Source: an optimization exercise on an open RTL-to-GDS flow (aim: small area). Production flows keep margins and buffers that such runs may drop. In this exercise RTL edits were held to simulation tests only and were not proved equivalent to the original. No activity file was given, so power comes from the tool's default toggle rates.

`run.sh`:
```
#!/bin/bash
# synth_recipe.tcl (not shown) runs the flow's synth.tcl, then flattens the netlist and writes it again
# the make line also repeats each setting of config.mk as NAME=value (left out here)
make -C /OpenROAD-flow-scripts/flow DESIGN_CONFIG=/design/flow/config.mk WORK_HOME=/design/flow/orfs CLKGATE_MAP_FILE= SYNTH_SCRIPT=/design/flow/synth_recipe.tcl finish
```
`config.mk`:
```
export PLATFORM = sky130hd
export DESIGN_NAME = noryr_rx
export DESIGN_NICKNAME = noryr_rx
export VERILOG_FILES = /design/flow/design.v
export SDC_FILE = /design/flow/constraint.sdc
export NUM_CORES = 4
export LEC_CHECK = 0
export CAP_MARGIN = 20
export CORE_MARGIN = 2
export CORE_UTILIZATION = 40
export SLEW_MARGIN = 20
export SYNTH_MEMORY_MAX_BITS = 32768
```
`constraint.sdc`:
```
create_clock -name core_clock -period 10.0 [get_ports {clk}]
set_input_delay 2.0000 -clock core_clock [delete_from_list [all_inputs] [get_ports {clk}]]
set_output_delay 2.0000 -clock core_clock [all_outputs]
set_load 0.01 [all_outputs]
```
`design.v`:
```
module noryr_rx (
    input  wire        clk,
    input  wire        rst,             
    input  wire        in_valid,
    input  wire [9:0]  in_cg,           
    output reg         os_valid,
    output reg  [7:0]  os_type,
    output reg  [7:0]  os_arg0,
    output reg  [7:0]  os_arg1,
    output reg         fr_word_valid,
    output reg  [31:0] fr_word,
    output reg  [6:0]  fr_word_num,
    output reg         fr_done,
    output reg  [1:0]  fr_status,       
    output reg  [15:0] cnt_code,
    output reg  [15:0] cnt_ok,
    output reg  [15:0] cnt_bad,
    output reg  [15:0] cnt_drop
);
    localparam [1:0] ST_IDLE = 2'd0, ST_OS = 2'd1, ST_FRAME = 2'd2;
    localparam [1:0] FS_OK = 2'd0, FS_BAD = 2'd1, FS_DROP = 2'd2, FS_ABORT = 2'd3;
    localparam [7:0] K28_5 = 8'hBC, K27_7 = 8'hFB, K29_7 = 8'hFD, K30_7 = 8'hFE;
    localparam [31:0] CRC_RESIDUE = 32'hDEBB20E3;
    localparam [8:0] MAX_BYTES = 9'd272;    
    function [9:0] dec8b10b;
        input        rd;
        input [9:0]  cg;
        begin
            case ({rd, cg})
            11'b0_0001010111: dec8b10b = 10'b1_1_11110111;
            11'b0_0001011011: dec8b10b = 10'b1_1_11111011;
            11'b0_0001011101: dec8b10b = 10'b1_1_11111101;
            11'b0_0001011110: dec8b10b = 10'b1_1_11111110;
            11'b0_0001111100: dec8b10b = 10'b1_1_11111100;
            11'b0_0010010111: dec8b10b = 10'b1_0_00010111;
            11'b0_0010011011: dec8b10b = 10'b1_0_00011011;
            11'b0_0010011101: dec8b10b = 10'b1_0_00011101;
            11'b0_0010011110: dec8b10b = 10'b1_0_00011110;
            11'b0_0010100111: dec8b10b = 10'b1_0_00001000;
            11'b0_0010101011: dec8b10b = 10'b1_0_00000100;
            11'b0_0010101101: dec8b10b = 10'b1_0_00000010;
            11'b0_0010101110: dec8b10b = 10'b1_0_00000001;
            11'b0_0010110011: dec8b10b = 10'b1_0_00011000;
            11'b0_0010110101: dec8b10b = 10'b1_0_00011111;
            11'b0_0010110110: dec8b10b = 10'b1_0_00010000;
            11'b0_0010111001: dec8b10b = 10'b1_0_00000000;
            11'b0_0010111010: dec8b10b = 10'b1_0_00001111;
            11'b0_0010111100: dec8b10b = 10'b1_1_00011100;
            11'b0_0011000111: dec8b10b = 10'b1_0_01100111;
            11'b0_0011001011: dec8b10b = 10'b1_0_01101011;
            11'b0_0011001101: dec8b10b = 10'b1_0_01101101;
            11'b0_0011001110: dec8b10b = 10'b1_0_01101110;
            11'b0_0011010011: dec8b10b = 10'b1_0_01110011;
            11'b0_0011010101: dec8b10b = 10'b1_0_01110101;
            11'b0_0011010110: dec8b10b = 10'b1_0_01110110;
            11'b0_0011011001: dec8b10b = 10'b1_0_01111001;
            11'b0_0011011010: dec8b10b = 10'b1_0_01111010;
            11'b0_0011011100: dec8b10b = 10'b1_0_01111100;
            11'b0_0011100011: dec8b10b = 10'b1_0_01100011;
            11'b0_0011100101: dec8b10b = 10'b1_0_01100101;
            11'b0_0011100110: dec8b10b = 10'b1_0_01100110;
            11'b0_0011101001: dec8b10b = 10'b1_0_01101001;
            11'b0_0011101010: dec8b10b = 10'b1_0_01101010;
            11'b0_0011101100: dec8b10b = 10'b1_0_01101100;
            11'b0_0011110001: dec8b10b = 10'b1_0_01110001;
            11'b0_0011110010: dec8b10b = 10'b1_0_01110010;
            11'b0_0011110100: dec8b10b = 10'b1_0_01110100;
            11'b0_0100010111: dec8b10b = 10'b1_0_10010111;
            11'b0_0100011011: dec8b10b = 10'b1_0_10011011;
            11'b0_0100011101: dec8b10b = 10'b1_0_10011101;
            11'b0_0100011110: dec8b10b = 10'b1_0_10011110;
            11'b0_0100100111: dec8b10b = 10'b1_0_10001000;
            11'b0_0100101011: dec8b10b = 10'b1_0_10000100;
            11'b0_0100101101: dec8b10b = 10'b1_0_10000010;
            11'b0_0100101110: dec8b10b = 10'b1_0_10000001;
            11'b0_0100110011: dec8b10b = 10'b1_0_10011000;
            11'b0_0100110101: dec8b10b = 10'b1_0_10011111;
            11'b0_0100110110: dec8b10b = 10'b1_0_10010000;
            11'b0_0100111001: dec8b10b = 10'b1_0_10000000;
            11'b0_0100111010: dec8b10b = 10'b1_0_10001111;
            11'b0_0100111100: dec8b10b = 10'b1_1_10011100;
            11'b0_0101000111: dec8b10b = 10'b1_0_10100111;
            11'b0_0101001011: dec8b10b = 10'b1_0_10101011;
            11'b0_0101001101: dec8b10b = 10'b1_0_10101101;
            11'b0_0101001110: dec8b10b = 10'b1_0_10101110;
            11'b0_0101010011: dec8b10b = 10'b1_0_10110011;
            11'b0_0101010101: dec8b10b = 10'b1_0_10110101;
            11'b0_0101010110: dec8b10b = 10'b1_0_10110110;
            11'b0_0101010111: dec8b10b = 10'b1_0_10110111;
            11'b0_0101011001: dec8b10b = 10'b1_0_10111001;
            11'b0_0101011010: dec8b10b = 10'b1_0_10111010;
            11'b0_0101011011: dec8b10b = 10'b1_0_10111011;
            11'b0_0101011100: dec8b10b = 10'b1_0_10111100;
            11'b0_0101011101: dec8b10b = 10'b1_0_10111101;
            11'b0_0101011110: dec8b10b = 10'b1_0_10111110;
            11'b0_0101100011: dec8b10b = 10'b1_0_10100011;
            11'b0_0101100101: dec8b10b = 10'b1_0_10100101;
            11'b0_0101100110: dec8b10b = 10'b1_0_10100110;
            11'b0_0101100111: dec8b10b = 10'b1_0_10101000;
            11'b0_0101101001: dec8b10b = 10'b1_0_10101001;
            11'b0_0101101010: dec8b10b = 10'b1_0_10101010;
            11'b0_0101101011: dec8b10b = 10'b1_0_10100100;
            11'b0_0101101100: dec8b10b = 10'b1_0_10101100;
            11'b0_0101101101: dec8b10b = 10'b1_0_10100010;
            11'b0_0101101110: dec8b10b = 10'b1_0_10100001;
            11'b0_0101110001: dec8b10b = 10'b1_0_10110001;
            11'b0_0101110010: dec8b10b = 10'b1_0_10110010;
            11'b0_0101110011: dec8b10b = 10'b1_0_10111000;
            11'b0_0101110100: dec8b10b = 10'b1_0_10110100;
            11'b0_0101110101: dec8b10b = 10'b1_0_10111111;
            11'b0_0101110110: dec8b10b = 10'b1_0_10110000;
            11'b0_0101111001: dec8b10b = 10'b1_0_10100000;
            11'b0_0101111010: dec8b10b = 10'b1_0_10101111;
            11'b0_0101111100: dec8b10b = 10'b1_1_10111100;
            11'b0_0110000111: dec8b10b = 10'b1_0_11000111;
            11'b0_0110001011: dec8b10b = 10'b1_0_11001011;
            11'b0_0110001101: dec8b10b = 10'b1_0_11001101;
            11'b0_0110001110: dec8b10b = 10'b1_0_11001110;
            11'b0_0110010011: dec8b10b = 10'b1_0_11010011;
            11'b0_0110010101: dec8b10b = 10'b1_0_11010101;
            11'b0_0110010110: dec8b10b = 10'b1_0_11010110;
            11'b0_0110010111: dec8b10b = 10'b1_0_11010111;
            11'b0_0110011001: dec8b10b = 10'b1_0_11011001;
            11'b0_0110011010: dec8b10b = 10'b1_0_11011010;
            11'b0_0110011011: dec8b10b = 10'b1_0_11011011;
            11'b0_0110011100: dec8b10b = 10'b1_0_11011100;
            11'b0_0110011101: dec8b10b = 10'b1_0_11011101;
            11'b0_0110011110: dec8b10b = 10'b1_0_11011110;
            11'b0_0110100011: dec8b10b = 10'b1_0_11000011;
            11'b0_0110100101: dec8b10b = 10'b1_0_11000101;
            11'b0_0110100110: dec8b10b = 10'b1_0_11000110;
            11'b0_0110100111: dec8b10b = 10'b1_0_11001000;
            11'b0_0110101001: dec8b10b = 10'b1_0_11001001;
            11'b0_0110101010: dec8b10b = 10'b1_0_11001010;
            11'b0_0110101011: dec8b10b = 10'b1_0_11000100;
            11'b0_0110101100: dec8b10b = 10'b1_0_11001100;
            11'b0_0110101101: dec8b10b = 10'b1_0_11000010;
            11'b0_0110101110: dec8b10b = 10'b1_0_11000001;
            11'b0_0110110001: dec8b10b = 10'b1_0_11010001;
            11'b0_0110110010: dec8b10b = 10'b1_0_11010010;
            11'b0_0110110011: dec8b10b = 10'b1_0_11011000;
            11'b0_0110110100: dec8b10b = 10'b1_0_11010100;
            11'b0_0110110101: dec8b10b = 10'b1_0_11011111;
            11'b0_0110110110: dec8b10b = 10'b1_0_11010000;
            11'b0_0110111001: dec8b10b = 10'b1_0_11000000;
            11'b0_0110111010: dec8b10b = 10'b1_0_11001111;
            11'b0_0110111100: dec8b10b = 10'b1_1_11011100;
            11'b0_0111000111: dec8b10b = 10'b1_0_11100111;
            11'b0_0111001011: dec8b10b = 10'b1_0_11101011;
            11'b0_0111001101: dec8b10b = 10'b1_0_11101101;
            11'b0_0111001110: dec8b10b = 10'b1_0_11101110;
            11'b0_0111010011: dec8b10b = 10'b1_0_11110011;
            11'b0_0111010101: dec8b10b = 10'b1_0_11110101;
            11'b0_0111010110: dec8b10b = 10'b1_0_11110110;
            11'b0_0111011001: dec8b10b = 10'b1_0_11111001;
            11'b0_0111011010: dec8b10b = 10'b1_0_11111010;
            11'b0_0111011100: dec8b10b = 10'b1_0_11111100;
            11'b0_0111100011: dec8b10b = 10'b1_0_11100011;
            11'b0_0111100101: dec8b10b = 10'b1_0_11100101;
            11'b0_0111100110: dec8b10b = 10'b1_0_11100110;
            11'b0_0111101001: dec8b10b = 10'b1_0_11101001;
            11'b0_0111101010: dec8b10b = 10'b1_0_11101010;
            11'b0_0111101100: dec8b10b = 10'b1_0_11101100;
            11'b0_1000010111: dec8b10b = 10'b1_0_11110111;
            11'b0_1000011011: dec8b10b = 10'b1_0_11111011;
            11'b0_1000011101: dec8b10b = 10'b1_0_11111101;
            11'b0_1000011110: dec8b10b = 10'b1_0_11111110;
            11'b0_1000100111: dec8b10b = 10'b1_0_11101000;
            11'b0_1000101011: dec8b10b = 10'b1_0_11100100;
            11'b0_1000101101: dec8b10b = 10'b1_0_11100010;
            11'b0_1000101110: dec8b10b = 10'b1_0_11100001;
            11'b0_1000110011: dec8b10b = 10'b1_0_11111000;
            11'b0_1000110101: dec8b10b = 10'b1_0_11111111;
            11'b0_1000110110: dec8b10b = 10'b1_0_11110000;
            11'b0_1000111001: dec8b10b = 10'b1_0_11100000;
            11'b0_1000111010: dec8b10b = 10'b1_0_11101111;
            11'b0_1001000111: dec8b10b = 10'b1_0_00100111;
            11'b0_1001001011: dec8b10b = 10'b1_0_00101011;
            11'b0_1001001101: dec8b10b = 10'b1_0_00101101;
            11'b0_1001001110: dec8b10b = 10'b1_0_00101110;
            11'b0_1001010011: dec8b10b = 10'b1_0_00110011;
            11'b0_1001010101: dec8b10b = 10'b1_0_00110101;
            11'b0_1001010110: dec8b10b = 10'b1_0_00110110;
            11'b0_1001010111: dec8b10b = 10'b1_0_00110111;
            11'b0_1001011001: dec8b10b = 10'b1_0_00111001;
            11'b0_1001011010: dec8b10b = 10'b1_0_00111010;
            11'b0_1001011011: dec8b10b = 10'b1_0_00111011;
            11'b0_1001011100: dec8b10b = 10'b1_0_00111100;
            11'b0_1001011101: dec8b10b = 10'b1_0_00111101;
            11'b0_1001011110: dec8b10b = 10'b1_0_00111110;
            11'b0_1001100011: dec8b10b = 10'b1_0_00100011;
            11'b0_1001100101: dec8b10b = 10'b1_0_00100101;
            11'b0_1001100110: dec8b10b = 10'b1_0_00100110;
            11'b0_1001100111: dec8b10b = 10'b1_0_00101000;
            11'b0_1001101001: dec8b10b = 10'b1_0_00101001;
            11'b0_1001101010: dec8b10b = 10'b1_0_00101010;
            11'b0_1001101011: dec8b10b = 10'b1_0_00100100;
            11'b0_1001101100: dec8b10b = 10'b1_0_00101100;
            11'b0_1001101101: dec8b10b = 10'b1_0_00100010;
            11'b0_1001101110: dec8b10b = 10'b1_0_00100001;
            11'b0_1001110001: dec8b10b = 10'b1_0_00110001;
            11'b0_1001110010: dec8b10b = 10'b1_0_00110010;
            11'b0_1001110011: dec8b10b = 10'b1_0_00111000;
            11'b0_1001110100: dec8b10b = 10'b1_0_00110100;
            11'b0_1001110101: dec8b10b = 10'b1_0_00111111;
            11'b0_1001110110: dec8b10b = 10'b1_0_00110000;
            11'b0_1001111001: dec8b10b = 10'b1_0_00100000;
            11'b0_1001111010: dec8b10b = 10'b1_0_00101111;
            11'b0_1001111100: dec8b10b = 10'b1_1_00111100;
            11'b0_1010000111: dec8b10b = 10'b1_0_01000111;
            11'b0_1010001011: dec8b10b = 10'b1_0_01001011;
            11'b0_1010001101: dec8b10b = 10'b1_0_01001101;
            11'b0_1010001110: dec8b10b = 10'b1_0_01001110;
            11'b0_1010010011: dec8b10b = 10'b1_0_01010011;
            11'b0_1010010101: dec8b10b = 10'b1_0_01010101;
            11'b0_1010010110: dec8b10b = 10'b1_0_01010110;
            11'b0_1010010111: dec8b10b = 10'b1_0_01010111;
            11'b0_1010011001: dec8b10b = 10'b1_0_01011001;
            11'b0_1010011010: dec8b10b = 10'b1_0_01011010;
            11'b0_1010011011: dec8b10b = 10'b1_0_01011011;
            11'b0_1010011100: dec8b10b = 10'b1_0_01011100;
            11'b0_1010011101: dec8b10b = 10'b1_0_01011101;
            11'b0_1010011110: dec8b10b = 10'b1_0_01011110;
            11'b0_1010100011: dec8b10b = 10'b1_0_01000011;
            11'b0_1010100101: dec8b10b = 10'b1_0_01000101;
            11'b0_1010100110: dec8b10b = 10'b1_0_01000110;
            11'b0_1010100111: dec8b10b = 10'b1_0_01001000;
            11'b0_1010101001: dec8b10b = 10'b1_0_01001001;
            11'b0_1010101010: dec8b10b = 10'b1_0_01001010;
            11'b0_1010101011: dec8b10b = 10'b1_0_01000100;
            11'b0_1010101100: dec8b10b = 10'b1_0_01001100;
            11'b0_1010101101: dec8b10b = 10'b1_0_01000010;
            11'b0_1010101110: dec8b10b = 10'b1_0_01000001;
            11'b0_1010110001: dec8b10b = 10'b1_0_01010001;
            11'b0_1010110010: dec8b10b = 10'b1_0_01010010;
            11'b0_1010110011: dec8b10b = 10'b1_0_01011000;
            11'b0_1010110100: dec8b10b = 10'b1_0_01010100;
            11'b0_1010110101: dec8b10b = 10'b1_0_01011111;
            11'b0_1010110110: dec8b10b = 10'b1_0_01010000;
            11'b0_1010111001: dec8b10b = 10'b1_0_01000000;
            11'b0_1010111010: dec8b10b = 10'b1_0_01001111;
            11'b0_1010111100: dec8b10b = 10'b1_1_01011100;
            11'b0_1011000111: dec8b10b = 10'b1_0_10000111;
            11'b0_1011001011: dec8b10b = 10'b1_0_10001011;
            11'b0_1011001101: dec8b10b = 10'b1_0_10001101;
            11'b0_1011001110: dec8b10b = 10'b1_0_10001110;
            11'b0_1011010011: dec8b10b = 10'b1_0_10010011;
            11'b0_1011010101: dec8b10b = 10'b1_0_10010101;
            11'b0_1011010110: dec8b10b = 10'b1_0_10010110;
            11'b0_1011011001: dec8b10b = 10'b1_0_10011001;
            11'b0_1011011010: dec8b10b = 10'b1_0_10011010;
            11'b0_1011011100: dec8b10b = 10'b1_0_10011100;
            11'b0_1011100011: dec8b10b = 10'b1_0_10000011;
            11'b0_1011100101: dec8b10b = 10'b1_0_10000101;
            11'b0_1011100110: dec8b10b = 10'b1_0_10000110;
            11'b0_1011101001: dec8b10b = 10'b1_0_10001001;
            11'b0_1011101010: dec8b10b = 10'b1_0_10001010;
            11'b0_1011101100: dec8b10b = 10'b1_0_10001100;
            11'b0_1011110001: dec8b10b = 10'b1_0_10010001;
            11'b0_1011110010: dec8b10b = 10'b1_0_10010010;
            11'b0_1011110100: dec8b10b = 10'b1_0_10010100;
            11'b0_1100010111: dec8b10b = 10'b1_0_01110111;
            11'b0_1100011011: dec8b10b = 10'b1_0_01111011;
            11'b0_1100011101: dec8b10b = 10'b1_0_01111101;
            11'b0_1100011110: dec8b10b = 10'b1_0_01111110;
            11'b0_1100100111: dec8b10b = 10'b1_0_01101000;
            11'b0_1100101011: dec8b10b = 10'b1_0_01100100;
            11'b0_1100101101: dec8b10b = 10'b1_0_01100010;
            11'b0_1100101110: dec8b10b = 10'b1_0_01100001;
            11'b0_1100110011: dec8b10b = 10'b1_0_01111000;
            11'b0_1100110101: dec8b10b = 10'b1_0_01111111;
            11'b0_1100110110: dec8b10b = 10'b1_0_01110000;
            11'b0_1100111001: dec8b10b = 10'b1_0_01100000;
            11'b0_1100111010: dec8b10b = 10'b1_0_01101111;
            11'b0_1100111100: dec8b10b = 10'b1_1_01111100;
            11'b0_1101000111: dec8b10b = 10'b1_0_00000111;
            11'b0_1101001011: dec8b10b = 10'b1_0_00001011;
            11'b0_1101001101: dec8b10b = 10'b1_0_00001101;
            11'b0_1101001110: dec8b10b = 10'b1_0_00001110;
            11'b0_1101010011: dec8b10b = 10'b1_0_00010011;
            11'b0_1101010101: dec8b10b = 10'b1_0_00010101;
            11'b0_1101010110: dec8b10b = 10'b1_0_00010110;
            11'b0_1101011001: dec8b10b = 10'b1_0_00011001;
            11'b0_1101011010: dec8b10b = 10'b1_0_00011010;
            11'b0_1101011100: dec8b10b = 10'b1_0_00011100;
            11'b0_1101100011: dec8b10b = 10'b1_0_00000011;
            11'b0_1101100101: dec8b10b = 10'b1_0_00000101;
            11'b0_1101100110: dec8b10b = 10'b1_0_00000110;
            11'b0_1101101001: dec8b10b = 10'b1_0_00001001;
            11'b0_1101101010: dec8b10b = 10'b1_0_00001010;
            11'b0_1101101100: dec8b10b = 10'b1_0_00001100;
            11'b0_1101110001: dec8b10b = 10'b1_0_00010001;
            11'b0_1101110010: dec8b10b = 10'b1_0_00010010;
            11'b0_1101110100: dec8b10b = 10'b1_0_00010100;
            11'b0_1110110001: dec8b10b = 10'b1_0_11110001;
            11'b0_1110110010: dec8b10b = 10'b1_0_11110010;
            11'b0_1110110100: dec8b10b = 10'b1_0_11110100;
            11'b1_0001001011: dec8b10b = 10'b1_0_11101011;
            11'b1_0001001101: dec8b10b = 10'b1_0_11101101;
            11'b1_0001001110: dec8b10b = 10'b1_0_11101110;
            11'b1_0010001011: dec8b10b = 10'b1_0_00001011;
            11'b1_0010001101: dec8b10b = 10'b1_0_00001101;
            11'b1_0010001110: dec8b10b = 10'b1_0_00001110;
            11'b1_0010010011: dec8b10b = 10'b1_0_00010011;
            11'b1_0010010101: dec8b10b = 10'b1_0_00010101;
            11'b1_0010010110: dec8b10b = 10'b1_0_00010110;
            11'b1_0010011001: dec8b10b = 10'b1_0_00011001;
            11'b1_0010011010: dec8b10b = 10'b1_0_00011010;
            11'b1_0010011100: dec8b10b = 10'b1_0_00011100;
            11'b1_0010100011: dec8b10b = 10'b1_0_00000011;
            11'b1_0010100101: dec8b10b = 10'b1_0_00000101;
            11'b1_0010100110: dec8b10b = 10'b1_0_00000110;
            11'b1_0010101001: dec8b10b = 10'b1_0_00001001;
            11'b1_0010101010: dec8b10b = 10'b1_0_00001010;
            11'b1_0010101100: dec8b10b = 10'b1_0_00001100;
            11'b1_0010110001: dec8b10b = 10'b1_0_00010001;
            11'b1_0010110010: dec8b10b = 10'b1_0_00010010;
            11'b1_0010110100: dec8b10b = 10'b1_0_00010100;
            11'b1_0010111000: dec8b10b = 10'b1_0_00000111;
            11'b1_0011000011: dec8b10b = 10'b1_1_01111100;
            11'b1_0011000101: dec8b10b = 10'b1_0_01101111;
            11'b1_0011000110: dec8b10b = 10'b1_0_01100000;
            11'b1_0011001001: dec8b10b = 10'b1_0_01110000;
            11'b1_0011001010: dec8b10b = 10'b1_0_01111111;
            11'b1_0011001100: dec8b10b = 10'b1_0_01111000;
            11'b1_0011010001: dec8b10b = 10'b1_0_01100001;
            11'b1_0011010010: dec8b10b = 10'b1_0_01100010;
            11'b1_0011010100: dec8b10b = 10'b1_0_01100100;
            11'b1_0011011000: dec8b10b = 10'b1_0_01101000;
            11'b1_0011100001: dec8b10b = 10'b1_0_01111110;
            11'b1_0011100010: dec8b10b = 10'b1_0_01111101;
            11'b1_0011100100: dec8b10b = 10'b1_0_01111011;
            11'b1_0011101000: dec8b10b = 10'b1_0_01110111;
            11'b1_0100001011: dec8b10b = 10'b1_0_10001011;
            11'b1_0100001101: dec8b10b = 10'b1_0_10001101;
            11'b1_0100001110: dec8b10b = 10'b1_0_10001110;
            11'b1_0100010011: dec8b10b = 10'b1_0_10010011;
            11'b1_0100010101: dec8b10b = 10'b1_0_10010101;
            11'b1_0100010110: dec8b10b = 10'b1_0_10010110;
            11'b1_0100011001: dec8b10b = 10'b1_0_10011001;
            11'b1_0100011010: dec8b10b = 10'b1_0_10011010;
            11'b1_0100011100: dec8b10b = 10'b1_0_10011100;
            11'b1_0100100011: dec8b10b = 10'b1_0_10000011;
            11'b1_0100100101: dec8b10b = 10'b1_0_10000101;
            11'b1_0100100110: dec8b10b = 10'b1_0_10000110;
            11'b1_0100101001: dec8b10b = 10'b1_0_10001001;
            11'b1_0100101010: dec8b10b = 10'b1_0_10001010;
            11'b1_0100101100: dec8b10b = 10'b1_0_10001100;
            11'b1_0100110001: dec8b10b = 10'b1_0_10010001;
            11'b1_0100110010: dec8b10b = 10'b1_0_10010010;
            11'b1_0100110100: dec8b10b = 10'b1_0_10010100;
            11'b1_0100111000: dec8b10b = 10'b1_0_10000111;
            11'b1_0101000011: dec8b10b = 10'b1_1_01011100;
            11'b1_0101000101: dec8b10b = 10'b1_0_10101111;
            11'b1_0101000110: dec8b10b = 10'b1_0_10100000;
            11'b1_0101001001: dec8b10b = 10'b1_0_10110000;
            11'b1_0101001010: dec8b10b = 10'b1_0_10111111;
            11'b1_0101001011: dec8b10b = 10'b1_0_10101011;
            11'b1_0101001100: dec8b10b = 10'b1_0_10111000;
            11'b1_0101001101: dec8b10b = 10'b1_0_10101101;
            11'b1_0101001110: dec8b10b = 10'b1_0_10101110;
            11'b1_0101010001: dec8b10b = 10'b1_0_10100001;
            11'b1_0101010010: dec8b10b = 10'b1_0_10100010;
            11'b1_0101010011: dec8b10b = 10'b1_0_10110011;
            11'b1_0101010100: dec8b10b = 10'b1_0_10100100;
            11'b1_0101010101: dec8b10b = 10'b1_0_10110101;
            11'b1_0101010110: dec8b10b = 10'b1_0_10110110;
            11'b1_0101011000: dec8b10b = 10'b1_0_10101000;
            11'b1_0101011001: dec8b10b = 10'b1_0_10111001;
            11'b1_0101011010: dec8b10b = 10'b1_0_10111010;
            11'b1_0101011100: dec8b10b = 10'b1_0_10111100;
            11'b1_0101100001: dec8b10b = 10'b1_0_10111110;
            11'b1_0101100010: dec8b10b = 10'b1_0_10111101;
            11'b1_0101100011: dec8b10b = 10'b1_0_10100011;
            11'b1_0101100100: dec8b10b = 10'b1_0_10111011;
            11'b1_0101100101: dec8b10b = 10'b1_0_10100101;
            11'b1_0101100110: dec8b10b = 10'b1_0_10100110;
            11'b1_0101101000: dec8b10b = 10'b1_0_10110111;
            11'b1_0101101001: dec8b10b = 10'b1_0_10101001;
            11'b1_0101101010: dec8b10b = 10'b1_0_10101010;
            11'b1_0101101100: dec8b10b = 10'b1_0_10101100;
            11'b1_0101110001: dec8b10b = 10'b1_0_10110001;
            11'b1_0101110010: dec8b10b = 10'b1_0_10110010;
            11'b1_0101110100: dec8b10b = 10'b1_0_10110100;
            11'b1_0101111000: dec8b10b = 10'b1_0_10100111;
            11'b1_0110000011: dec8b10b = 10'b1_1_00111100;
            11'b1_0110000101: dec8b10b = 10'b1_0_11001111;
            11'b1_0110000110: dec8b10b = 10'b1_0_11000000;
            11'b1_0110001001: dec8b10b = 10'b1_0_11010000;
            11'b1_0110001010: dec8b10b = 10'b1_0_11011111;
            11'b1_0110001011: dec8b10b = 10'b1_0_11001011;
            11'b1_0110001100: dec8b10b = 10'b1_0_11011000;
            11'b1_0110001101: dec8b10b = 10'b1_0_11001101;
            11'b1_0110001110: dec8b10b = 10'b1_0_11001110;
            11'b1_0110010001: dec8b10b = 10'b1_0_11000001;
            11'b1_0110010010: dec8b10b = 10'b1_0_11000010;
            11'b1_0110010011: dec8b10b = 10'b1_0_11010011;
            11'b1_0110010100: dec8b10b = 10'b1_0_11000100;
            11'b1_0110010101: dec8b10b = 10'b1_0_11010101;
            11'b1_0110010110: dec8b10b = 10'b1_0_11010110;
            11'b1_0110011000: dec8b10b = 10'b1_0_11001000;
            11'b1_0110011001: dec8b10b = 10'b1_0_11011001;
            11'b1_0110011010: dec8b10b = 10'b1_0_11011010;
            11'b1_0110011100: dec8b10b = 10'b1_0_11011100;
            11'b1_0110100001: dec8b10b = 10'b1_0_11011110;
            11'b1_0110100010: dec8b10b = 10'b1_0_11011101;
            11'b1_0110100011: dec8b10b = 10'b1_0_11000011;
            11'b1_0110100100: dec8b10b = 10'b1_0_11011011;
            11'b1_0110100101: dec8b10b = 10'b1_0_11000101;
            11'b1_0110100110: dec8b10b = 10'b1_0_11000110;
            11'b1_0110101000: dec8b10b = 10'b1_0_11010111;
            11'b1_0110101001: dec8b10b = 10'b1_0_11001001;
            11'b1_0110101010: dec8b10b = 10'b1_0_11001010;
            11'b1_0110101100: dec8b10b = 10'b1_0_11001100;
            11'b1_0110110001: dec8b10b = 10'b1_0_11010001;
            11'b1_0110110010: dec8b10b = 10'b1_0_11010010;
            11'b1_0110110100: dec8b10b = 10'b1_0_11010100;
            11'b1_0110111000: dec8b10b = 10'b1_0_11000111;
            11'b1_0111000101: dec8b10b = 10'b1_0_11101111;
            11'b1_0111000110: dec8b10b = 10'b1_0_11100000;
            11'b1_0111001001: dec8b10b = 10'b1_0_11110000;
            11'b1_0111001010: dec8b10b = 10'b1_0_11111111;
            11'b1_0111001100: dec8b10b = 10'b1_0_11111000;
            11'b1_0111010001: dec8b10b = 10'b1_0_11100001;
            11'b1_0111010010: dec8b10b = 10'b1_0_11100010;
            11'b1_0111010100: dec8b10b = 10'b1_0_11100100;
            11'b1_0111011000: dec8b10b = 10'b1_0_11101000;
            11'b1_0111100001: dec8b10b = 10'b1_0_11111110;
            11'b1_0111100010: dec8b10b = 10'b1_0_11111101;
            11'b1_0111100100: dec8b10b = 10'b1_0_11111011;
            11'b1_0111101000: dec8b10b = 10'b1_0_11110111;
            11'b1_1000010011: dec8b10b = 10'b1_0_11110011;
            11'b1_1000010101: dec8b10b = 10'b1_0_11110101;
            11'b1_1000010110: dec8b10b = 10'b1_0_11110110;
            11'b1_1000011001: dec8b10b = 10'b1_0_11111001;
            11'b1_1000011010: dec8b10b = 10'b1_0_11111010;
            11'b1_1000011100: dec8b10b = 10'b1_0_11111100;
            11'b1_1000100011: dec8b10b = 10'b1_0_11100011;
            11'b1_1000100101: dec8b10b = 10'b1_0_11100101;
            11'b1_1000100110: dec8b10b = 10'b1_0_11100110;
            11'b1_1000101001: dec8b10b = 10'b1_0_11101001;
            11'b1_1000101010: dec8b10b = 10'b1_0_11101010;
            11'b1_1000101100: dec8b10b = 10'b1_0_11101100;
            11'b1_1000110001: dec8b10b = 10'b1_0_11110001;
            11'b1_1000110010: dec8b10b = 10'b1_0_11110010;
            11'b1_1000110100: dec8b10b = 10'b1_0_11110100;
            11'b1_1000111000: dec8b10b = 10'b1_0_11100111;
            11'b1_1001000011: dec8b10b = 10'b1_1_11011100;
            11'b1_1001000101: dec8b10b = 10'b1_0_00101111;
            11'b1_1001000110: dec8b10b = 10'b1_0_00100000;
            11'b1_1001001001: dec8b10b = 10'b1_0_00110000;
            11'b1_1001001010: dec8b10b = 10'b1_0_00111111;
            11'b1_1001001011: dec8b10b = 10'b1_0_00101011;
            11'b1_1001001100: dec8b10b = 10'b1_0_00111000;
            11'b1_1001001101: dec8b10b = 10'b1_0_00101101;
            11'b1_1001001110: dec8b10b = 10'b1_0_00101110;
            11'b1_1001010001: dec8b10b = 10'b1_0_00100001;
            11'b1_1001010010: dec8b10b = 10'b1_0_00100010;
            11'b1_1001010011: dec8b10b = 10'b1_0_00110011;
            11'b1_1001010100: dec8b10b = 10'b1_0_00100100;
            11'b1_1001010101: dec8b10b = 10'b1_0_00110101;
            11'b1_1001010110: dec8b10b = 10'b1_0_00110110;
            11'b1_1001011000: dec8b10b = 10'b1_0_00101000;
            11'b1_1001011001: dec8b10b = 10'b1_0_00111001;
            11'b1_1001011010: dec8b10b = 10'b1_0_00111010;
            11'b1_1001011100: dec8b10b = 10'b1_0_00111100;
            11'b1_1001100001: dec8b10b = 10'b1_0_00111110;
            11'b1_1001100010: dec8b10b = 10'b1_0_00111101;
            11'b1_1001100011: dec8b10b = 10'b1_0_00100011;
            11'b1_1001100100: dec8b10b = 10'b1_0_00111011;
            11'b1_1001100101: dec8b10b = 10'b1_0_00100101;
            11'b1_1001100110: dec8b10b = 10'b1_0_00100110;
            11'b1_1001101000: dec8b10b = 10'b1_0_00110111;
            11'b1_1001101001: dec8b10b = 10'b1_0_00101001;
            11'b1_1001101010: dec8b10b = 10'b1_0_00101010;
            11'b1_1001101100: dec8b10b = 10'b1_0_00101100;
            11'b1_1001110001: dec8b10b = 10'b1_0_00110001;
            11'b1_1001110010: dec8b10b = 10'b1_0_00110010;
            11'b1_1001110100: dec8b10b = 10'b1_0_00110100;
            11'b1_1001111000: dec8b10b = 10'b1_0_00100111;
            11'b1_1010000011: dec8b10b = 10'b1_1_10111100;
            11'b1_1010000101: dec8b10b = 10'b1_0_01001111;
            11'b1_1010000110: dec8b10b = 10'b1_0_01000000;
            11'b1_1010001001: dec8b10b = 10'b1_0_01010000;
            11'b1_1010001010: dec8b10b = 10'b1_0_01011111;
            11'b1_1010001011: dec8b10b = 10'b1_0_01001011;
            11'b1_1010001100: dec8b10b = 10'b1_0_01011000;
            11'b1_1010001101: dec8b10b = 10'b1_0_01001101;
            11'b1_1010001110: dec8b10b = 10'b1_0_01001110;
            11'b1_1010010001: dec8b10b = 10'b1_0_01000001;
            11'b1_1010010010: dec8b10b = 10'b1_0_01000010;
            11'b1_1010010011: dec8b10b = 10'b1_0_01010011;
            11'b1_1010010100: dec8b10b = 10'b1_0_01000100;
            11'b1_1010010101: dec8b10b = 10'b1_0_01010101;
            11'b1_1010010110: dec8b10b = 10'b1_0_01010110;
            11'b1_1010011000: dec8b10b = 10'b1_0_01001000;
            11'b1_1010011001: dec8b10b = 10'b1_0_01011001;
            11'b1_1010011010: dec8b10b = 10'b1_0_01011010;
            11'b1_1010011100: dec8b10b = 10'b1_0_01011100;
            11'b1_1010100001: dec8b10b = 10'b1_0_01011110;
            11'b1_1010100010: dec8b10b = 10'b1_0_01011101;
            11'b1_1010100011: dec8b10b = 10'b1_0_01000011;
            11'b1_1010100100: dec8b10b = 10'b1_0_01011011;
            11'b1_1010100101: dec8b10b = 10'b1_0_01000101;
            11'b1_1010100110: dec8b10b = 10'b1_0_01000110;
            11'b1_1010101000: dec8b10b = 10'b1_0_01010111;
            11'b1_1010101001: dec8b10b = 10'b1_0_01001001;
            11'b1_1010101010: dec8b10b = 10'b1_0_01001010;
            11'b1_1010101100: dec8b10b = 10'b1_0_01001100;
            11'b1_1010110001: dec8b10b = 10'b1_0_01010001;
            11'b1_1010110010: dec8b10b = 10'b1_0_01010010;
            11'b1_1010110100: dec8b10b = 10'b1_0_01010100;
            11'b1_1010111000: dec8b10b = 10'b1_0_01000111;
            11'b1_1011000011: dec8b10b = 10'b1_1_10011100;
            11'b1_1011000101: dec8b10b = 10'b1_0_10001111;
            11'b1_1011000110: dec8b10b = 10'b1_0_10000000;
            11'b1_1011001001: dec8b10b = 10'b1_0_10010000;
            11'b1_1011001010: dec8b10b = 10'b1_0_10011111;
            11'b1_1011001100: dec8b10b = 10'b1_0_10011000;
            11'b1_1011010001: dec8b10b = 10'b1_0_10000001;
            11'b1_1011010010: dec8b10b = 10'b1_0_10000010;
            11'b1_1011010100: dec8b10b = 10'b1_0_10000100;
            11'b1_1011011000: dec8b10b = 10'b1_0_10001000;
            11'b1_1011100001: dec8b10b = 10'b1_0_10011110;
            11'b1_1011100010: dec8b10b = 10'b1_0_10011101;
            11'b1_1011100100: dec8b10b = 10'b1_0_10011011;
            11'b1_1011101000: dec8b10b = 10'b1_0_10010111;
            11'b1_1100001011: dec8b10b = 10'b1_0_01101011;
            11'b1_1100001101: dec8b10b = 10'b1_0_01101101;
            11'b1_1100001110: dec8b10b = 10'b1_0_01101110;
            11'b1_1100010011: dec8b10b = 10'b1_0_01110011;
            11'b1_1100010101: dec8b10b = 10'b1_0_01110101;
            11'b1_1100010110: dec8b10b = 10'b1_0_01110110;
            11'b1_1100011001: dec8b10b = 10'b1_0_01111001;
            11'b1_1100011010: dec8b10b = 10'b1_0_01111010;
            11'b1_1100011100: dec8b10b = 10'b1_0_01111100;
            11'b1_1100100011: dec8b10b = 10'b1_0_01100011;
            11'b1_1100100101: dec8b10b = 10'b1_0_01100101;
            11'b1_1100100110: dec8b10b = 10'b1_0_01100110;
            11'b1_1100101001: dec8b10b = 10'b1_0_01101001;
            11'b1_1100101010: dec8b10b = 10'b1_0_01101010;
            11'b1_1100101100: dec8b10b = 10'b1_0_01101100;
            11'b1_1100110001: dec8b10b = 10'b1_0_01110001;
            11'b1_1100110010: dec8b10b = 10'b1_0_01110010;
            11'b1_1100110100: dec8b10b = 10'b1_0_01110100;
            11'b1_1100111000: dec8b10b = 10'b1_0_01100111;
            11'b1_1101000011: dec8b10b = 10'b1_1_00011100;
            11'b1_1101000101: dec8b10b = 10'b1_0_00001111;
            11'b1_1101000110: dec8b10b = 10'b1_0_00000000;
            11'b1_1101001001: dec8b10b = 10'b1_0_00010000;
            11'b1_1101001010: dec8b10b = 10'b1_0_00011111;
            11'b1_1101001100: dec8b10b = 10'b1_0_00011000;
            11'b1_1101010001: dec8b10b = 10'b1_0_00000001;
            11'b1_1101010010: dec8b10b = 10'b1_0_00000010;
            11'b1_1101010100: dec8b10b = 10'b1_0_00000100;
            11'b1_1101011000: dec8b10b = 10'b1_0_00001000;
            11'b1_1101100001: dec8b10b = 10'b1_0_00011110;
            11'b1_1101100010: dec8b10b = 10'b1_0_00011101;
            11'b1_1101100100: dec8b10b = 10'b1_0_00011011;
            11'b1_1101101000: dec8b10b = 10'b1_0_00010111;
            11'b1_1110000011: dec8b10b = 10'b1_1_11111100;
            11'b1_1110100001: dec8b10b = 10'b1_1_11111110;
            11'b1_1110100010: dec8b10b = 10'b1_1_11111101;
            11'b1_1110100100: dec8b10b = 10'b1_1_11111011;
            11'b1_1110101000: dec8b10b = 10'b1_1_11110111;
            default: dec8b10b = 10'b0_0_00000000;
            endcase
        end
    endfunction
    function [31:0] crc_byte;
        input [31:0] c;
        input [7:0]  b;
        integer i;
        reg [31:0] r;
        begin
            r = c;
            for (i = 0; i < 8; i = i + 1)
                r = (r[0] ^ b[i]) ? ((r >> 1) ^ 32'hEDB88320) : (r >> 1);
            crc_byte = r;
        end
    endfunction
    function is_os_type;
        input [7:0] t;
        begin
            case (t)
                8'h10, 8'h20, 8'h21, 8'h28, 8'h30, 8'h31, 8'h38,
                8'h40, 8'h41, 8'h50, 8'h51, 8'h52, 8'h53, 8'h60: is_os_type = 1'b1;
                default: is_os_type = 1'b0;
            endcase
        end
    endfunction
    reg        rd;
    reg [1:0]  state;
    reg [1:0]  os_cnt;
    reg        os_err;
    reg [7:0]  os_b0, os_b1;
    reg [8:0]  byte_cnt;
    reg        f_err;
    reg [31:0] crc;
    reg [23:0] cur_word;
    reg [31:0] held_word;
    reg        held_valid;
    reg [6:0]  held_num;
    reg [3:0]  f_type;
    reg [6:0]  f_len;
    wire [9:0] dec    = dec8b10b(rd, in_cg);
    wire       d_ok   = dec[9];
    wire       d_k    = dec[8];
    wire [7:0] d_byte = dec[7:0];
    wire       d_data = d_ok && !d_k;
    wire [3:0] ones = in_cg[0] + in_cg[1] + in_cg[2] + in_cg[3] + in_cg[4] +
                      in_cg[5] + in_cg[6] + in_cg[7] + in_cg[8] + in_cg[9];
    wire       rd_next = (ones > 4'd5) ? 1'b1 : (ones < 4'd5) ? 1'b0 : rd;
    wire [31:0] word_now = {d_byte, cur_word};
    wire [1:0]  lane     = byte_cnt[1:0];
    wire len_ok = (f_len <= 7'd65) && (byte_cnt == 9'd12 + {f_len, 2'b00});
    wire good   = !f_err && len_ok && (crc == CRC_RESIDUE);
    always @(posedge clk) begin
        if (rst) begin
            rd            <= 1'b0;
            state         <= ST_IDLE;
            os_cnt        <= 2'd0;
            os_err        <= 1'b0;
            os_b0         <= 8'd0;
            os_b1         <= 8'd0;
            byte_cnt      <= 9'd0;
            f_err         <= 1'b0;
            crc           <= 32'hFFFFFFFF;
            cur_word      <= 24'd0;
            held_word     <= 32'd0;
            held_valid    <= 1'b0;
            held_num      <= 7'd0;
            f_type        <= 4'd0;
            f_len         <= 7'd0;
            os_valid      <= 1'b0;
            os_type       <= 8'd0;
            os_arg0       <= 8'd0;
            os_arg1       <= 8'd0;
            fr_word_valid <= 1'b0;
            fr_word       <= 32'd0;
            fr_word_num   <= 7'd0;
            fr_done       <= 1'b0;
            fr_status     <= 2'd0;
            cnt_code      <= 16'd0;
            cnt_ok        <= 16'd0;
            cnt_bad       <= 16'd0;
            cnt_drop      <= 16'd0;
        end else begin
            os_valid      <= 1'b0;
            fr_word_valid <= 1'b0;
            fr_done       <= 1'b0;
            if (in_valid) begin
                rd <= rd_next;
                case (state)
                ST_IDLE: begin
                    if (d_ok && d_k && d_byte == K28_5) begin
                        state  <= ST_OS;
                        os_cnt <= 2'd0;
                        os_err <= 1'b0;
                    end else if (d_ok && d_k && d_byte == K27_7) begin
                        state      <= ST_FRAME;
                        byte_cnt   <= 9'd0;
                        f_err      <= 1'b0;
                        crc        <= 32'hFFFFFFFF;
                        held_valid <= 1'b0;
                    end else begin
                        cnt_code <= cnt_code + 16'd1;
                    end
                end
                ST_OS: begin
                    os_cnt <= os_cnt + 2'd1;
                    if (os_cnt == 2'd0) os_b0 <= d_byte;
                    if (os_cnt == 2'd1) os_b1 <= d_byte;
                    if (os_cnt == 2'd2) begin
                        state <= ST_IDLE;
                        if (!os_err && d_data && is_os_type(os_b0)) begin
                            os_valid <= 1'b1;
                            os_type  <= os_b0;
                            os_arg0  <= os_b1;
                            os_arg1  <= d_byte;
                        end else begin
                            cnt_code <= cnt_code + 16'd1;
                        end
                    end else if (!d_data) begin
                        os_err <= 1'b1;
                    end
                end
                ST_FRAME: begin
                    if (d_data) begin
                        if (byte_cnt == MAX_BYTES) begin
                            f_err <= 1'b1;
                        end else begin
                            byte_cnt <= byte_cnt + 9'd1;
                            crc      <= crc_byte(crc, d_byte);
                            case (lane)
                                2'd0: cur_word[7:0]   <= d_byte;
                                2'd1: cur_word[15:8]  <= d_byte;
                                2'd2: cur_word[23:16] <= d_byte;
                                default: begin
                                    held_word  <= word_now;
                                    held_num   <= byte_cnt[8:2];
                                    held_valid <= 1'b1;
                                    if (held_valid) begin
                                        fr_word_valid <= 1'b1;
                                        fr_word       <= held_word;
                                        fr_word_num   <= held_num;
                                    end
                                    if (byte_cnt[8:2] == 7'd0) begin
                                        f_type <= word_now[31:28];
                                        f_len  <= word_now[6:0];
                                    end
                                end
                            endcase
                        end
                    end else if (d_ok && d_k && d_byte == K29_7) begin
                        state   <= ST_IDLE;
                        fr_done <= 1'b1;
                        if (!good) begin
                            fr_status <= FS_BAD;
                            cnt_bad   <= cnt_bad + 16'd1;
                        end else if (f_type >= 4'd9) begin
                            fr_status <= FS_DROP;
                            cnt_drop  <= cnt_drop + 16'd1;
                        end else begin
                            fr_status <= FS_OK;
                            cnt_ok    <= cnt_ok + 16'd1;
                        end
                    end else if (d_ok && d_k && d_byte == K30_7) begin
                        state     <= ST_IDLE;
                        fr_done   <= 1'b1;
                        fr_status <= FS_ABORT;
                    end else begin
                        f_err <= 1'b1;
                    end
                end
                default: state <= ST_IDLE;
                endcase
            end
        end
    end
endmodule
```
==> flow_metrics.py <==
metrics = {
    "place": {
        "dp.cells": 2592,
        "gp_congestion": 0.972,
        "hpwl_mm": 38.9,
        "pre_cts_ws_ns": 1.66,
        "portBuffers": 144,
    },
    "timing": {
        "finalClockSkew_ns": 0.0219,
        "worst_slack_ns": 2.32,
        "rsz0062_at_grt": "false",
        "fmax_ghz": 0.130,
        "period_minus_slack_ns": 7.68,
        "min_period_over_period_pct": 76.8,
        "hold_viol": 0,
        "slew_violations": 0,
        "setup_tns_ns": 0,
        "finalSetupViolations": 0,
        "hold_ws_ns": 0.455,
        "worst_slew_pin_slew_ns": 1.18,
        "relSlewSlack_pct": 21.2,
    },
    "logic_synthesis": {
        "synthAdderAreaFrac_pct": 2.65,
        "synthCells": 2036,
        "synthSimpleGateAreaFrac_pct": 23.8,
        "synth_top_family_by_area": "simple AND/OR/NAND/NOR gates",
        "muxShareOfSynthArea_pct": 9.18,
        "syn_area_um2": 16600,
        "syn_area_per_cell_um2": 8.18,
        "ys_ff_latch": 271,
        "yosysSeqAreaShare_pct": 32.6,
        "synth_compound_area_share_pct": 20.2,
        "yosys.area_share.xor_xnor_pct": 6.28,
        "synth-main-ff-cell": "dfxtp_1",
        "synthArstFlopShare_pct": 0,
        "synth_cell_types": 107,
        "yosys_warnings": 1,
        "syn-num-nets": 2079,
        "synth_edf_count": 0,
        "synth_top_cell_by_area": "dfxtp_1",
        "synth_area_leaders": "dfxtp_1 33%, mux2i_1 7.2%, nor2_1 5.8%",
        "synth_top_area_share_pct": 32.6,
    },
    "hold_path": {
        "min_to": "fr_word[30]",
        "hold_start": "held_word[30]",
        "hp-class": "flop to flop",
        "hold_depth": 2,
    },
    "job": {
        "maxCapViolCount": 0,
    },
    "global_route": {
        "grt-ovfl-total": 0,
        "antenna_found_initial": 0,
        "grt_pass1_vias": 15100,
        "grt_start_max_net_pins": 113,
        "grt_pass1_wl_mm": 87.5,
        "grt.total_usage_pct": 24.7,
    },
    "clock_network": {
        "post_cts_resized": 0,
        "hold_buffers": 0,
        "clock_latency_ns": 0.57,
        "clock_path_buffers": 3,
        "path_clk_slew_ns": 0.06,
        "clock_sinks": 271,
        "clock-root-buffer": "clkbuf_16",
        "htree_levels": 1,
        "cts_buffers": 29,
        "post_cts_buffers": 0,
        "cts_tree": "done",
    },
    "cells_and_area": {
        "area_delta_synth_final_pct": 16.2,
        "final_common_cell": "dfxtp_1",
        "diodes": 0,
        "instances_no_fill": 2645,
        "seq_area_um2": 5430,
        "multiInputGateArea_um2": 10300,
        "fill_cells": 3981,
        "layout_common_cells": "271 x dfxtp_1, 258 x nor2_1, 205 x nand2_1, 145 x a21oi_1, 138 x clkdlybuf4s50_1",
        "finish.net_count": 2134,
        "drive_gt1_share_pct": 8.42,
    },
    "route": {
        "drcViolationCount": 0,
        "drtPass1Iterations": 5,
        "num_vias": 15800,
        "antenna_left": 0,
        "routedWlPerCell_um": 21.0,
        "drt-total-wl_mm": 55.5,
        "first_iter_violations": 1486,
        "vias_per_cell": 5.97,
    },
    "critical_path": {
        "end_kind": "flop",
        "r2r_cells": 14,
        "critPathLaunchType": "primary input",
        "regToRegSetupSlack_ns": 5.58,
        "worstSetupPathType": "primary input to flop",
        "r2r-start": "rd",
        "required_ns": 10.46,
        "critPathMaxFanout": 24,
        "critical_path_arrival_ns": 8.13,
        "r2r_end": "crc[26]",
    },
    "floorplan": {
        "io_pins": 145,
        "fp.coreArea_um2": 40900,
        "die_h_um": 208,
        "num_rows": 74,
        "initial_utilization_pct": 40.7,
        "fp.dieW_um": 208,
        "dieArea_um2": 43300,
    },
    "pwr": {
        "peakVddDrop_uv": 149,
        "p_per_area_nw_per_um2": 161,
        "p_leak_nw": 6.72,
    },
    "status": {
        "status": "timing/DRC/antenna clean",
    },
}
==> per-stage QoR <==
step | utilization, % | cell area [µm²] | total power, mW
global route | 47.3 | 19300 | 3.24
CTS | 47.3 | 19300 | 3.13
global placement | 44.5 | 18200 | 1.90
floorplan | - | 16600 | 1.69
finish | 47.3 | 19300 | 3.12
detailed placement | 44.5 | 18200 | 1.90
==> synthesized netlist by cell type (33+ instances only) <==
library cell  number
o21ai_0           58
nand2_1          205
xnor2_1           64
nor2b_1           39
clkbuf_1          87
inv_1             34
mux2i_1          119
nand3_1           65
nand2b_1          37
nor3_1            33
dfxtp_1          271
a21oi_1          145
nor2_1           258
==> how the worst max path moves through the flow <==
stage	start	to	slack [ns]
floorplan	in_cg[1]	cnt_bad[15]	3.95
global placement	in_cg[1]	crc[26]	1.93
detailed placement	in_cg[1]	crc[26]	1.66
CTS	in_cg[1]	crc[26]	2.27
global route	in_cg[1]	cnt_ok[14]	1.99
finish	in_cg[1]	crc[26]	2.32
==> where the power goes <==
part / switching, mW / internal, mW
Clock: 0.460 / 0.764
Sequential: 0.00175 / 1.08
Combinational: 0.508 / 0.301
==> area by class of cell <==
cell class,count,share of cell area [%]
Clock buffer,39,4.46
Clock inverter,14,1.31
Inverter,37,0.718
Multi-Input combinational cell,1577,53.5
Sequential cell,271,28.0
Tap cell,532,3.44
Timing Repair Buffer,175,8.54
==> flip-flops by register name, indices dropped and copies added, names as in the netlist, 2 cells and up <==
register     count
byte_cnt         9
cnt_bad         16
cnt_code        16
cnt_drop        16
cnt_ok          16
crc             32
cur_word        24
f_len            7
f_type           4
fr_status        2
fr_word         32
fr_word_num      7
held_num         7
held_word       32
os_arg0          8
os_arg1          8
os_b0            8
os_b1            8
os_cnt           2
os_type          8
state            2
==> metal layers <==
metal / global-route usage (%) / vias to the layer above / share of wire [%]
met2: 39.4 / 692 / 45
li1: - / 7433 / -
met1: 33.6 / 7519 / 44
met5: 0 / - / 0
met3: 3.94 / 149 / 7.3
met4: 9.46 / 0 / 4.1
==> worst max-delay path, cell delays in order <==
cell	delay, ns
clkdlybuf4s50_1	0.55
inv_1	0.29
ha_1	0.81
nand3b_1	0.51
o21ai_0	0.22
o32a_1	0.40
a31oi_1	0.15
a211o_1	0.34
a211oi_4	0.61
nor3b_4	0.35
or4b_1	0.53
a21o_1	0.49
nor2_1	0.57
and3_1	0.24
nor3_1	0.05
==> kinds of logic after synthesis <==
logic type                 count (synthesis)
AOI/OAI and AO/OA                        481
xor gates and xnor gates                 106
adders and majority gates                 32
buffers and inverters                    188
DFF                                      271
muxes                                    149
and+or+nand+nor                          809

==> static timing again, ports no longer ideal <==
No port has a modelled driver above. Below, the same layout with a new extraction and two added sets of constraints.
Step 1, drivers: a clkbuf_16 drives clk and a buf_2 each remaining input, both assumed.
Step 2 moves the port delays by t, midway between the first and last clock arrival at a register: inputs arrive t later, outputs are due t later. That takes back most of the time a late clock gives input paths.
a / b / c = no drivers / after step 1 / after step 2; a / b = the first two.
t, ns: 0.614
slack for setup (ns): 2.323 / 2.346 / 1.732
worst register clock-pin slew, ns: 0.07 / 0.07
cell pins on the clock port's net: 1
After both steps this run still meets setup and hold. The setup slack of this run moves by +0.023 ns with the drivers and by -0.591 ns with both steps.
